From an optimization exercise on the open Yosys and OpenROAD flow, aimed at small area, a short achievable clock period and few clock cycles per item; shortcuts taken in it are not production practice.
Function was checked by simulation only, so behaviour that the tests miss may differ from the original.
Power and IR drop assume default switching activity.

File: run.sh
#!/bin/bash
# synth_recipe.tcl (not shown) runs the flow's synth.tcl, then flattens the netlist and writes it again
# the make line also repeats each setting of config.mk as NAME=value (left out here)
make -C /OpenROAD-flow-scripts/flow DESIGN_CONFIG=/design/flow/config.mk WORK_HOME=/design/flow/orfs CLKGATE_MAP_FILE= SYNTH_SCRIPT=/design/flow/synth_recipe.tcl finish
File: config.mk
export PLATFORM = sky130hd
export DESIGN_NAME = jx_brake
export DESIGN_NICKNAME = jx_brake
export VERILOG_FILES = /design/flow/design.v
export SDC_FILE = /design/flow/constraint.sdc
export NUM_CORES = 4
export LEC_CHECK = 0
export CAP_MARGIN = 20
export CORE_MARGIN = 2
export CORE_UTILIZATION = 40
export PLACE_DENSITY = 0.6
export SETUP_SLACK_MARGIN = 5
export SLEW_MARGIN = 20
export TNS_END_PERCENT = 100
File: constraint.sdc
create_clock -name core_clock -period 15.0 [get_ports {clk}]
set_input_delay 3.0000 -clock core_clock [delete_from_list [all_inputs] [get_ports {clk}]]
set_output_delay 3.0000 -clock core_clock [all_outputs]
set_load 0.01 [all_outputs]
File: design.v
module jx_brake (
    input  wire        clk,
    input  wire        rst_n,         
    input  wire        show_load,     
    input  wire        start,         
    input  wire [63:0] acc,           
    input  wire        fallback,      
    input  wire        cfg_enable,    
    input  wire [15:0] cfg_release,   
    input  wire [31:0] cfg_budget,    
    input  wire [31:0] cfg_static,    
    input  wire [31:0] cfg_trim,      
    input  wire [5:0]  cfg_e,         
    output wire        ready,
    output reg         done,
    output reg  [16:0] factor,        
    output reg  [16:0] target,        
    output reg  [63:0] pred,          
    output reg  [63:0] acc_used,      
    output reg         evt_engage,
    output reg         evt_released,
    output reg         evt_fallback,
    output reg         evt_black
);
    localparam [16:0] ONE = 17'd65536;
    reg        busy;
    reg        ph_m1, ph_m2, ph_dec, ph_div;
    reg [1:0]  dcnt;
    assign ready = !busy;
    reg [63:0] a_r;         
    reg        fb_r;
    reg        en_r;
    reg [15:0] rel_r;
    reg [31:0] static_r;
    reg [32:0] h_r;         
    reg [31:0] trim_r;
    reg [5:0]  e_r;
    wire        use_prev = fallback && (acc_used > acc);
    localparam integer W  = 96;
    localparam integer NR = 18;
    reg  [W-1:0] cs_s, cs_c;
    wire [63:0] a_in = busy ? a_r : acc;
    wire [15:0] gsl  = !busy ? cfg_trim[15:0] :
                       ph_m2 ? trim_r[31:16] : trim_r[15:0];
    function integer nrows(input integer lvl);
        integer n, i;
        begin
            n = NR;
            for (i = 0; i < lvl; i = i + 1)
                n = (n / 3) * 2 + (n % 3);
            nrows = n;
        end
    endfunction
    localparam integer NL = 6;    
    wire [W*NR-1:0] lv [0:NL];
    genvar gj, gl, gg;
    generate
        for (gj = 0; gj < 16; gj = gj + 1) begin : g_pp
            wire [63:0] pp = a_in & {64{gsl[gj]}};
            assign lv[0][gj*W +: W] = {{(W-80){1'b0}}, pp, 16'd0} << gj;
        end
        assign lv[0][16*W +: W] = ph_m2 ? {16'd0, cs_s[W-1:16]} : {W{1'b0}};
        assign lv[0][17*W +: W] = ph_m2 ? {16'd0, cs_c[W-1:16]} : {W{1'b0}};
        for (gl = 0; gl < NL; gl = gl + 1) begin : g_lvl
            localparam integer N  = nrows(gl);
            localparam integer NG = N / 3;
            localparam integer NN = nrows(gl + 1);
            for (gg = 0; gg < NG; gg = gg + 1) begin : g_csa
                wire [W-1:0] x = lv[gl][(3*gg)*W +: W];
                wire [W-1:0] y = lv[gl][(3*gg+1)*W +: W];
                wire [W-1:0] z = lv[gl][(3*gg+2)*W +: W];
                assign lv[gl+1][(2*gg)*W +: W]   = x ^ y ^ z;
                assign lv[gl+1][(2*gg+1)*W +: W] = {((x & y) | (x & z) | (y & z)), 1'b0};
            end
            for (gg = 3*NG; gg < N; gg = gg + 1) begin : g_pass
                assign lv[gl+1][(gg - NG)*W +: W] = lv[gl][gg*W +: W];
            end
            if (NN < NR) begin : g_pad
                assign lv[gl+1][W*NR-1:W*NN] = {(W*(NR-NN)){1'b0}};
            end
        end
    endgenerate
    wire [W-1:0] t_s = lv[NL][0 +: W];
    wire [W-1:0] t_c = lv[NL][W +: W];
    wire [W-1:0] prod   = t_s + t_c;
    wire [71:0] d_w = cs_s[71:0] >> e_r;
    reg  [71:0] d_r;
    wire [71:0] d_p   = ph_dec ? d_w : d_r;
    wire [72:0] p_sum = {1'b0, d_p} + {41'd0, static_r};
    wire [63:0] p_w   = (p_sum[72:64] != 9'd0) ? 64'hFFFF_FFFF_FFFF_FFFF : p_sum[63:0];
    wire        h_neg  = h_r[32];
    wire        h_le0  = h_neg || (h_r[31:0] == 32'd0);
    wire        d_zero = (d_w == 72'd0);
    wire        d_le_h = !h_neg && (d_w[71:32] == 40'd0) && (d_w[31:0] <= h_r[31:0]);
    wire        nobrake = !en_r || d_zero || d_le_h;
    wire        black   = !nobrake && h_le0;
    wire        divide  = !nobrake && !h_le0;
    wire [17:0] rise  = {1'b0, factor} + {2'b00, rel_r};
    wire [16:0] lim   = (rise > {1'b0, ONE}) ? ONE : rise[16:0];
    wire [47:0] dv_w  = (d_w[71:48] != 24'd0) ? {48{1'b1}} : d_w[47:0];
    wire [47:0] dv    = (d_r[71:48] != 24'd0) ? {48{1'b1}} : d_r[47:0];
    reg  [49:0] dv3;
    reg  [47:0] rem;
    reg  [15:0] quo;
    reg         q_gt;           
    reg         q_lt;           
    function [49:0] r4step(input [47:0] r, input [47:0] d1, input [49:0] d3);
        reg [49:0] y;
        reg [50:0] t1, t2, t3;
        begin
            y  = {r, 2'b00};
            t1 = {1'b0, y} - {3'b000, d1};
            t2 = {1'b0, y} - {2'b00, d1, 1'b0};
            t3 = {1'b0, y} - {1'b0, d3};
            if (!t3[50])      r4step = {2'd3, t3[47:0]};
            else if (!t2[50]) r4step = {2'd2, t2[47:0]};
            else if (!t1[50]) r4step = {2'd1, t1[47:0]};
            else              r4step = {2'd0, y[47:0]};
        end
    endfunction
    wire [49:0] st1 = r4step(rem, dv, dv3);
    wire [1:0]  qd1 = st1[49:48];
    wire [49:0] st2 = r4step(st1[47:0], dv, dv3);
    wire [1:0]  qd2 = st2[49:48];
    wire [3:0]  ln  = (dcnt == 2'd3) ? lim[15:12] :
                      (dcnt == 2'd2) ? lim[11:8]  :
                      (dcnt == 2'd1) ? lim[7:4]   : lim[3:0];
    wire        gt1 = q_gt || (!q_lt && (qd1 > ln[3:2]));
    wire        lt1 = q_lt || (!q_gt && (qd1 < ln[3:2]));
    wire        gt2 = gt1 || (!lt1 && (qd2 > ln[1:0]));
    wire        lt2 = lt1 || (!gt1 && (qd2 < ln[1:0]));
    wire [15:0] q_fin = {quo[11:0], qd1, qd2};
    always @(posedge clk) begin
        cs_s <= ph_m2 ? {24'd0, prod[W-1:24]} : t_s;
        cs_c <= t_c;
        if (!rst_n || show_load) begin
            busy         <= 1'b0;
            ph_m1        <= 1'b0;
            ph_m2        <= 1'b0;
            ph_dec       <= 1'b0;
            ph_div       <= 1'b0;
            done         <= 1'b0;
            factor       <= ONE;
            target       <= ONE;
            pred         <= 64'd0;
            acc_used     <= 64'd0;
            evt_engage   <= 1'b0;
            evt_released <= 1'b0;
            evt_fallback <= 1'b0;
            evt_black    <= 1'b0;
        end else begin
            done   <= 1'b0;
            ph_m1  <= 1'b0;
            ph_m2  <= ph_m1;
            ph_dec <= ph_m2;
            if (!busy && start) begin
                a_r      <= use_prev ? acc_used : acc;
                fb_r     <= fallback;
                en_r     <= cfg_enable;
                rel_r    <= cfg_release;
                static_r <= cfg_static;
                h_r      <= {1'b0, cfg_budget} - {1'b0, cfg_static};
                trim_r   <= cfg_trim;
                e_r      <= cfg_e;
                busy     <= 1'b1;
                ph_m1    <= use_prev;
                ph_m2    <= !use_prev;
            end
            if (ph_dec) begin
                d_r  <= d_w;
                dv3  <= {2'b00, dv_w} + {1'b0, dv_w, 1'b0};
                rem  <= {16'd0, h_r[31:0]};
                q_gt <= 1'b0;
                q_lt <= lim[16];
                dcnt <= 2'd3;
                if (divide) begin
                    ph_div <= 1'b1;
                end else begin
                    factor       <= black ? 17'd0 : lim;
                    target       <= black ? 17'd0 : ONE;
                    pred         <= p_w;
                    acc_used     <= a_r;
                    evt_engage   <= (black || lim != ONE) && (factor == ONE);
                    evt_released <= !black && (lim == ONE) && (factor != ONE);
                    evt_fallback <= fb_r;
                    evt_black    <= black;
                    done         <= 1'b1;
                    busy         <= 1'b0;
                end
            end
            if (ph_div) begin
                rem  <= st2[47:0];
                quo  <= q_fin;
                q_gt <= gt2;
                q_lt <= lt2;
                dcnt <= dcnt - 2'd1;
                if (dcnt == 2'd0) begin
                    factor       <= gt2 ? lim : {1'b0, q_fin};
                    target       <= {1'b0, q_fin};
                    pred         <= p_w;
                    acc_used     <= a_r;
                    evt_engage   <= (factor == ONE);
                    evt_released <= 1'b0;
                    evt_fallback <= fb_r;
                    evt_black    <= 1'b0;
                    done         <= 1'b1;
                    busy         <= 1'b0;
                    ph_div       <= 1'b0;
                end
            end
        end
    end
endmodule
==> reports/results.tsv <==
stage	metric	value	unit
power	Net Sw Frac	53.1	%
power	combinational power share	82.6	%
detailed_routing	Avg WL per Cell	26.4	µm
worst_setup_path	crit-path max FO	5	
yosys	adder-cell share of the synthesized area	32.3	%
worst_setup_path	Worst setup EP type	register	
yosys	synth cell count leaders	1,503 x inv_1, 1,402 x nor2_1, 1,002 x fa_1, 900 x nand2_1, 736 x ha_1	
timing	clk_skew	0.0469	ns
placement	PortBufs	355	
power	VDD IR max	682	µV
grt	GRT overflow	0	
yosys	synth warn	1	
yosys	sequential share of the synthesized area	19.9	%
grt	antenna violations before repair	40	
yosys	simple-gate share of the synthesized area	16.3	%
timing	final setup vio count	0	
timing	Tightest Pin Transition	1.20	ns
power	clock power share	8.1	%
power	Power Internal	13.8	mW
detailed_routing	Post-Route WL	377	mm
detailed_routing	drc violations	0	
worst_setup_path	CP arrival	10.67	ns
floorplan	Die Wd	481	µm
yosys	number of enable flip-flop cells after synthesis	371	
detailed_routing	count of TritonRoute iterations in the first routing pass	8	
cells_and_area	Nets	13100	
yosys	largest family of logic cells by synthesized area	adder cells	
detailed_routing	initial drt markers	7186	
detailed_routing	ANT nets after route	0	
yosys	Synth area leaders	fa_1 22%, edfxtp_1 12%, ha_1 10%	
floorplan	die area	232000	µm²
power	static leakage	47.9	nW
timing	Hold Fails Final Rpt	0	
floorplan	std cell rows	175	
grt	largest net degree at the start of global routing	86	
grt	global-route wire length before repair	543	mm
timing	RSZ-0062 raised after global routing	yes	
yosys	Yosys top cell area share	22.0	%
yosys	Syn Nets	12600	
worst_setup_path	crit-path max cell delay	0.60	ns
yosys	cell with the most instances after synthesis	inv_1	
floorplan	Starting Density	40.2	%
floorplan	IO Pins	356	
cells_and_area	fillers	21700	
placement	placed cell area	98600	µm²
worst_setup_path	cell repeated most along the worst path	fa_1	
cts	Reg clk slew, reported paths	0.06	ns
detailed_routing	via count	81800	
cts	Clock Root Buffer	clkbuf_16	
cts	H-tree Lvls	3	
yosys	Syn Area/Cell	8.52	µm²
yosys	synth unique cells	106	
floorplan	core area	227000	µm²
worst_setup_path	Critical Path RT	15.64	ns
yosys	Syn Inst Count	10700	
timing	Sum Neg Setup Slack	0	ns
timing	relative max-transition margin	19.7	%
cts	clock tree buffer depth	3	
run	max-cap violation count	0	
timing	final worst path period share	66.8	%
cts	Clock Latency Late Sink	0.79	ns
timing	max frequency	0.0997	GHz
power	PwrDens	275	nW/µm²
outcome	status	finished clean	
grt	Tot GR Track Use	31.7	%
yosys	Synth Area in XOR/XNOR	4.18	%
cts	Clock Sinks	719	
placement	Placer Congestion	0.996	
worst_setup_path	Critical Path Start Type	input port	
worst_setup_path	WS Path Type	in2reg	
yosys	area leader, netlist	fa_1	
power	Seq pwr share	9.3	%
floorplan	die height	481	µm
timing	Final Critical Period	10.03	ns
detailed_routing	Via-to-Cell Ratio	5.74	
cells_and_area	Finished Cell Area	107000	µm²
yosys	register bit total from synthesis	719	
placement	DP HPWL	292	mm
cells_and_area	fraction of layout cells with a size suffix above 1	11.1	%
worst_setup_path	Worst path slowest cell	fa_1	
yosys	asr flop ratio synth	0	%
cts	TritonCTS Buffers	94	
timing	max-slew violations	0	
cells_and_area	Area growth syn-to-layout	17.4	%
yosys	Synth Flop Type	edfxtp_1	
yosys	mux contribution to synthesized area	3.74	%
cts	CTS tree	built	
yosys	complex-gate fraction of the synthesized area	15.3	%
yosys	Cell Area, Synth	91200	µm²
hold_path	Hold Crit Class	reg2reg	
power	P_sw	15.6	mW
grt	vias in the first global route	82200	
## power groups by stage
stage	combinational [mW]	clock, mW	sequential [mW]
6_report	24.3	2.38	2.75
4_1_cts	22.8	2.42	2.74
3_5_place_dp	21.5	0	2.78
2_1_floorplan	13.5	0	2.63
3_3_place_gp	21.3	0	2.77
5_1_grt	25.8	2.48	2.76
## through the flow
step	power (mW)	util, %	hold slack [ns]	instances	setup slack [ns]
global route	31.1	47.1	0.494	14200	4.75
floorplan	16.1	-	0.449	10700	4.75
finish	29.4	47.2	0.464	14300	4.97
global placement	24.1	43.4	0.446	13800	2.09
detailed placement	24.3	43.4	0.461	13800	2.02
CTS	27.9	46.3	0.469	14100	4.96
## state kept, by name, summed over array words and instances, names as in the netlist, 16 cells and up
| signal | count |
|---|---|
| rem | 48 |
| target | 17 |
| a_r | 64 |
| h_r | 33 |
| trim_r | 32 |
| factor | 17 |
| cs_s | 96 |
| d_r | 72 |
| acc_used | 64 |
| cs_c | 80 |
| pred | 64 |
| static_r | 32 |
| rel_r | 16 |
| dv3 | 50 |
## cells by family after synthesis
family	count (synthesis)
and+or+nand+nor	3311
AOI/OAI and AO/OA	2226
buffers and inverters	1989
adders and majority gates	1755
DFF	719
xor gates and xnor gates	435
muxes	263
## path summary, 6_finish.rpt
kind                      startpoint                 endpoint  slack [ns]  cells after the start
max                      cfg_trim[5]         cs_s[68]$_DFF_P_        4.97                     32
min          evt_fallback$_SDFF_PN0_  evt_fallback$_SDFF_PN0_        0.46                      2
max reg2reg        d_r[53]$_DFFE_PP_    factor[10]$_SDFF_PN0_        5.11                     48
min reg2reg  evt_fallback$_SDFF_PN0_  evt_fallback$_SDFF_PN0_        0.46                      2
## worst max-delay path, delay by kind of cell
family          cells  cell delay [ns]
fa+ha+maj           7             3.36
xor+xnor            1             0.10
compound gates     14             2.80
buf+inv             2             0.14
simple gates        7             0.98
mux                 1             0.26
## cell type report
type                       count  area (µm²)  share of cell area, %
antenna                       25        62.6                 0.0584
clock buffer                 123        2630                   2.46
clock inverter                54         567                  0.529
inverter                    1512        5690                   5.31
multi-input combinational   8003       68100                   63.6
sequential                   719       18100                   16.9
tap                         3009        3760                   3.52
timing repair buffer         807        8140                   7.60
## what timing repair did
item                       4_1_cts  5_1_grt
hold endpoints to repair         0        0
buffers inserted               160       96
gates cloned                    21       11
pin swaps                       96      147
hold buffers                     0        0
setup endpoints to repair      139      103
resized for setup              350      232
## layout by cell type, fill, tap and decap left out, drive strengths merged, types with 36 or more instances in the layout
cell type | synthesis | final
inv | 1507 | 1510
nor2 | 1404 | 1405
fa | 1002 | 1002
nand2 | 904 | 908
ha | 736 | 736
a21oi | 660 | 661
o21ai | 607 | 607
buf | 89 | 442
edfxtp | 371 | 371
dfxtp | 348 | 348
clkdlybuf4s50 | 0 | 328
xnor2 | 285 | 285
a21o | 230 | 235
and2 | 193 | 193
nand2b | 151 | 151
xor2 | 150 | 150
mux2i | 138 | 138
clkbuf | 388 | 131
nand3 | 115 | 115
nor2b | 110 | 110
nor3 | 103 | 103
nand4 | 91 | 91
a31oi | 75 | 75
a21boi | 72 | 72
mux2 | 70 | 70
a211oi | 66 | 66
o211ai | 63 | 63
or2 | 59 | 59
mux4 | 55 | 55
o21bai | 55 | 55
o21a | 53 | 54
and3 | 52 | 52
clkinv | 5 | 42
nor4 | 39 | 39
o22ai | 38 | 38
o31ai | 36 | 36
## routing by layer
metal | vias to the layer above | GRT usage [%] | part of all wire, %
met5 | - | 0 | 0.015
met4 | 10 | 19.3 | 7.5
met3 | 914 | 5.40 | 7.2
met2 | 3555 | 53.4 | 48
met1 | 40800 | 37.8 | 38
li1 | 36500 | - | -
Testbench counts, summed over its fixed seeds: cycles 15,498, frames 3,200.

==> afterwards: timing with drivers on the ports <==
The flow's constraints put no driver on any port. The routed layout listed below was extracted and timed again, unchanged, in two steps.
Step 1 (the two cells are an assumption about what drives the block):
set clk [get_ports {clk}]
set_driving_cell -lib_cell sky130_fd_sc_hd__clkbuf_16 $clk
set_driving_cell -lib_cell sky130_fd_sc_hd__buf_2 [delete_from_list [all_inputs] $clk]
Step 2 times the ports against the registers' clock, not the clock port: input delays grow and output delays shrink by t, the midpoint of the rising clock arrivals with the driver on.
Slacks: no drivers / after step 1 / after step 2; pairs: no drivers / after step 1.
shift t [ns]: 0.873
setup slack, ns: 4.973 / 4.979 / 4.107
worst setup path after step 2: input to register
clock arrival spread, ns: 0.047 / 0.047
worst data-port slew with drivers (ns): 0.17
After both steps this run still meets setup and hold. The setup slack of this run moves by +0.006 ns with the drivers and by -0.866 ns with both steps.
